This is an optimization exercise on Yosys and OpenROAD, whose aim is small area, a short achievable clock period and few clock cycles per item, not a production implementation.

lagoon:
==> module cph_aes, before the edit <==
module cph_aes (
    input  wire         clk,
    input  wire         rst,          
    input  wire         in_valid,
    output wire         in_ready,
    input  wire [255:0] in_key,       
    input  wire [127:0] in_block,     
    output reg          out_valid,
    output wire [127:0] out_block     
);
    reg          s_busy;
    reg  [3:0]   s_round;             
    reg  [127:0] st;                  
    reg  [127:0] qa;                  
    reg  [127:0] qb;                  
    reg          p_busy;
    reg  [3:0]   p_round;             
    reg  [351:0] pm;                  
    reg  [127:0] ra, rb;              
    reg  [87:0] rm;                  
    wire load = !p_busy;
    assign in_ready  = load;
    assign out_block = st;
    genvar g;
    wire [351:0] pm_d;
    wire [87:0] rm_d;
    generate
        for (g = 0; g < 16; g = g + 1) begin : g_sbh
            aes_sbox_hi u_sb (.a(st[127 - 8*g -: 8]), .m(pm_d[351 - 22*g -: 22]));
        end
        for (g = 0; g < 4; g = g + 1) begin : g_ksbh
            aes_sbox_hi u_ksb (.a(qb[31 - 8*g -: 8]), .m(rm_d[87 - 22*g -: 22]));
        end
    endgenerate
    wire [127:0] sub;
    generate
        for (g = 0; g < 16; g = g + 1) begin : g_sbl
            aes_sbox_lo u_sb (.m(pm[351 - 22*g -: 22]), .y(sub[127 - 8*g -: 8]));
        end
    endgenerate
    wire [127:0] shf;
    generate
        for (g = 0; g < 16; g = g + 1) begin : g_sr
            assign shf[127 - 8*g -: 8] = sub[127 - 8*((g + 4*(g % 4)) % 16) -: 8];
        end
    endgenerate
    wire p_last = (p_round == 4'd14);
    wire mc_en  = !p_last && !load;
    wire [127:0] mg;           
    generate
        for (g = 0; g < 4; g = g + 1) begin : g_mc
            aes_mixcol u_mc (.c(shf[127 - 32*g -: 32]), .en(mc_en), .g(mg[127 - 32*g -: 32]));
        end
    endgenerate
    wire [127:0] rk  = load ? in_key[255:128] : rb;
    wire [127:0] dat = load ? in_block : shf;
    wire [127:0] rnd_out;
    generate
        for (g = 0; g < 128; g = g + 1) begin : g_ark
            wire x;
            g_xor2  u_x (.a(dat[g]), .b(rk[g]), .y(x));
            g_xnor2 u_m (.a(x), .b(mg[g]), .y(rnd_out[g]));
        end
    endgenerate
    wire [31:0] ksub;
    generate
        for (g = 0; g < 4; g = g + 1) begin : g_ksbl
            aes_sbox_lo u_ksb (.m(rm[87 - 22*g -: 22]), .y(ksub[31 - 8*g -: 8]));
        end
    endgenerate
    reg [7:0] rcon;
    always @(*) begin
        case (p_round[3:1])
            3'd0:    rcon = 8'h01;
            3'd1:    rcon = 8'h02;
            3'd2:    rcon = 8'h04;
            3'd3:    rcon = 8'h08;
            3'd4:    rcon = 8'h10;
            3'd5:    rcon = 8'h20;
            3'd6:    rcon = 8'h40;
            default: rcon = 8'h80;
        endcase
    end
    wire [31:0] t = p_round[0] ? ({ksub[23:0], ksub[31:24]} ^ {rcon, 24'h0}) : ksub;
    wire [31:0] a0 = ra[127:96], a1 = ra[95:64], a2 = ra[63:32], a3 = ra[31:0];
    wire [31:0] a01, a012, a0123, n0, n1, n2, n3;
    generate
        for (g = 0; g < 32; g = g + 1) begin : g_ks
            g_xor2 u_p1 (.a(a0[g]),   .b(a1[g]),  .y(a01[g]));
            g_xor2 u_p2 (.a(a01[g]),  .b(a2[g]),  .y(a012[g]));
            g_xor2 u_p3 (.a(a012[g]), .b(a3[g]),  .y(a0123[g]));
            g_xor2 u_n0 (.a(a0[g]),   .b(t[g]),   .y(n0[g]));
            g_xor2 u_n1 (.a(a01[g]),  .b(t[g]),   .y(n1[g]));
            g_xor2 u_n2 (.a(a012[g]), .b(t[g]),   .y(n2[g]));
            g_xor2 u_n3 (.a(a0123[g]),.b(t[g]),   .y(n3[g]));
        end
    endgenerate
    always @(posedge clk) begin
        if (rst) begin
            s_busy    <= 1'b0;
            p_busy    <= 1'b0;
            out_valid <= 1'b0;
            s_round   <= 4'd1;
            p_round   <= 4'd1;
        end else begin
            p_busy    <= s_busy;
            p_round   <= s_round;
            out_valid <= p_busy && p_last;
            if (load) begin
                s_busy  <= in_valid;
                s_round <= 4'd1;
            end else begin
                s_busy  <= !p_last;
                s_round <= p_round + 4'd1;
            end
        end
    end
    always @(posedge clk) begin
        pm <= pm_d;
        ra <= qa;
        rb <= qb;
        rm <= rm_d;
        st <= rnd_out;
        qa <= rk;
        qb <= load ? in_key[127:0] : {n0, n1, n2, n3};
    end
endmodule
export LEC_CHECK = 0
export CAP_MARGIN = 20
export CORE_MARGIN = 2
export CORE_UTILIZATION = 45
export PLACE_DENSITY = 0.6
export SETUP_SLACK_MARGIN = 4.5
export SLEW_MARGIN = 20
export SYNTH_HIERARCHICAL = 1
export SYNTH_MINIMUM_KEEP_SIZE = 0
create_clock -name core_clock -period 8.0 [get_ports {clk}]
standard.sh (not shown) runs the stock make flow with config.mk's settings and CLKGATE_MAP_FILE= SYNTH_SCRIPT=/design/flow/synth_recipe.tcl, a recipe that flattens the netlist after the stock synthesis.
==> flow/flow/run.sh <==
#!/bin/bash
# The standard layout, except that the port buffers are plain
# sky130_fd_sc_hd__buf_1 cells rather than the delay cells buffer_ports picks.
set -euo pipefail
bash standard.sh "BUFFER_PORTS_ARGS=-buffer_cell sky130_fd_sc_hd__buf_1" finish > standard_flow.log 2>&1
Setup changes, lagoon to juniper
--- a/flow/design.v
+++ b/flow/design.v
@@ -2,6 +2,7 @@
 module g_xnor2 (input wire a, input wire b, output wire y); assign y = ~(a ^ b); endmodule
 module g_nand2 (input wire a, input wire b, output wire y); assign y = ~(a & b); endmodule
 module g_nor2  (input wire a, input wire b, output wire y); assign y = ~(a | b); endmodule
+module g_mux2i (input wire a, input wire b, input wire s, output wire y); assign y = ~(s ? b : a); endmodule
 module aes_sbox_hi (
     input  wire [7:0]  a,
     output wire [21:0] m
@@ -197,9 +198,11 @@
     reg  [351:0] pm;                  
     reg  [127:0] ra, rb;              
     reg  [87:0] rm;                  
-    wire load = !p_busy;
-    assign in_ready  = load;
-    assign out_block = st;
+    reg          rdy, ld_n;
+    reg  [127:0] res;                 
+    wire load = !ld_n;
+    assign in_ready  = rdy;
+    assign out_block = res;
     genvar g;
     wire [351:0] pm_d;
     wire [87:0] rm_d;
@@ -224,21 +227,22 @@
         end
     endgenerate
     wire p_last = (p_round == 4'd14);
-    wire mc_en  = !p_last && !load;
+    wire mc_en  = ld_n;
     wire [127:0] mg;           
     generate
         for (g = 0; g < 4; g = g + 1) begin : g_mc
             aes_mixcol u_mc (.c(shf[127 - 32*g -: 32]), .en(mc_en), .g(mg[127 - 32*g -: 32]));
         end
     endgenerate
-    wire [127:0] rk  = load ? in_key[255:128] : rb;
-    wire [127:0] dat = load ? in_block : shf;
-    wire [127:0] rnd_out;
+    wire [127:0] xr, rk_n, rnd_out;
     generate
         for (g = 0; g < 128; g = g + 1) begin : g_ark
-            wire x;
-            g_xor2  u_x (.a(dat[g]), .b(rk[g]), .y(x));
-            g_xnor2 u_m (.a(x), .b(mg[g]), .y(rnd_out[g]));
+            wire ik, xs_n;
+            g_xor2  u_r (.a(shf[g]), .b(rb[g]), .y(xr[g]));
+            g_xor2  u_i (.a(in_block[g]), .b(in_key[128 + g]), .y(ik));
+            g_mux2i u_s (.a(xr[g]), .b(ik), .s(load), .y(xs_n));
+            g_xor2  u_m (.a(xs_n), .b(mg[g]), .y(rnd_out[g]));
+            g_mux2i u_k (.a(rb[g]), .b(in_key[128 + g]), .s(load), .y(rk_n[g]));
         end
     endgenerate
     wire [31:0] ksub;
@@ -261,17 +265,17 @@
         endcase
     end
     wire [31:0] t = p_round[0] ? ({ksub[23:0], ksub[31:24]} ^ {rcon, 24'h0}) : ksub;
-    wire [31:0] a0 = ra[127:96], a1 = ra[95:64], a2 = ra[63:32], a3 = ra[31:0];
-    wire [31:0] a01, a012, a0123, n0, n1, n2, n3;
+    wire [31:0] b0 = ra[127:96], b1 = ra[95:64], b2 = ra[63:32], b3 = ra[31:0];
+    wire [31:0] c1, c2, c3, n0, n1, n2, n3;
     generate
         for (g = 0; g < 32; g = g + 1) begin : g_ks
-            g_xor2 u_p1 (.a(a0[g]),   .b(a1[g]),  .y(a01[g]));
-            g_xor2 u_p2 (.a(a01[g]),  .b(a2[g]),  .y(a012[g]));
-            g_xor2 u_p3 (.a(a012[g]), .b(a3[g]),  .y(a0123[g]));
-            g_xor2 u_n0 (.a(a0[g]),   .b(t[g]),   .y(n0[g]));
-            g_xor2 u_n1 (.a(a01[g]),  .b(t[g]),   .y(n1[g]));
-            g_xor2 u_n2 (.a(a012[g]), .b(t[g]),   .y(n2[g]));
-            g_xor2 u_n3 (.a(a0123[g]),.b(t[g]),   .y(n3[g]));
+            g_xor2  u_p1 (.a(b0[g]), .b(b1[g]), .y(c1[g]));     
+            g_xor2  u_p2 (.a(c1[g]), .b(b2[g]), .y(c2[g]));     
+            g_xor2  u_p3 (.a(c2[g]), .b(b3[g]), .y(c3[g]));     
+            g_xnor2 u_n0 (.a(b0[g]), .b(t[g]),  .y(n0[g]));
+            g_xor2  u_n1 (.a(c1[g]), .b(t[g]),  .y(n1[g]));
+            g_xnor2 u_n2 (.a(c2[g]), .b(t[g]),  .y(n2[g]));
+            g_xor2  u_n3 (.a(c3[g]), .b(t[g]),  .y(n3[g]));
         end
     endgenerate
     always @(posedge clk) begin
@@ -279,17 +283,21 @@
             s_busy    <= 1'b0;
             p_busy    <= 1'b0;
             out_valid <= 1'b0;
+            rdy       <= 1'b1;
+            ld_n      <= 1'b0;
             s_round   <= 4'd1;
             p_round   <= 4'd1;
         end else begin
             p_busy    <= s_busy;
             p_round   <= s_round;
             out_valid <= p_busy && p_last;
+            rdy       <= !s_busy || (s_round == 4'd14);
+            ld_n      <= s_busy && (s_round != 4'd14);
             if (load) begin
                 s_busy  <= in_valid;
                 s_round <= 4'd1;
             end else begin
-                s_busy  <= !p_last;
+                s_busy  <= 1'b1;
                 s_round <= p_round + 4'd1;
             end
         end
@@ -300,7 +308,8 @@
         rb <= qb;
         rm <= rm_d;
         st <= rnd_out;
-        qa <= rk;
+        qa <= rk_n;
+        res <= xr;
         qb <= load ? in_key[127:0] : {n0, n1, n2, n3};
     end
 endmodule
==> notes.md <==
juniper ends up with a overall die width that is 1.9% higher than in lagoon.
The die height of juniper exceeds that of lagoon by about 2%.
juniper vs lagoon, total area of sequential cells went up by 2500 um^2.
Going from lagoon to juniper, the non-clock inverter total of the final layout was found to have gone up by 2.
Going from lagoon to juniper, the design area was found to have gone up by 4.5%.
Route | juniper vs lagoon | wire longer in juniper
juniper -> lagoon: total routing resource utilization after global routing flat
Of lagoon and juniper, the higher post-detailed-route via-to-cell ratio belongs to juniper.
Lower sequential cell count goes to lagoon over juniper.
Of lagoon and juniper, lagoon shows the lower final critical path time including I/O delays and setup, with juniper above it.
Taking lagoon as the reference, in juniper utilization picked up an extra 0.54 points; final cell count without fillers went up 348; total die area shows an increase of 3.8%.
Function was not checked in any run of this note: the RTL went through the layout flow alone.

-- port drivers added, routing unchanged --
No port has a modelled driver above. Below, the same layouts with a new extraction and two added sets of constraints.
Step 1 assumes that a clkbuf_16 drives the clock port and a buf_2 every other input.
Step 2, shift: input delay + t, output delay - t, t = (earliest + latest rising clock arrival at the registers) / 2. This alone moves slack from input paths to output paths.
Slacks: ideal ports / drivers / drivers and shift; pairs: ideal ports / drivers.
run	t, ns	setup WS [ns]	hold slack, ns
lagoon	0.816	4.537 / 4.537 / 4.537	0.315 / 0.315 / 0.315
juniper	0.824	4.253 / 4.253 / 4.253	0.300 / 0.300 / 0.300
After both steps setup and hold are still met in every run listed.
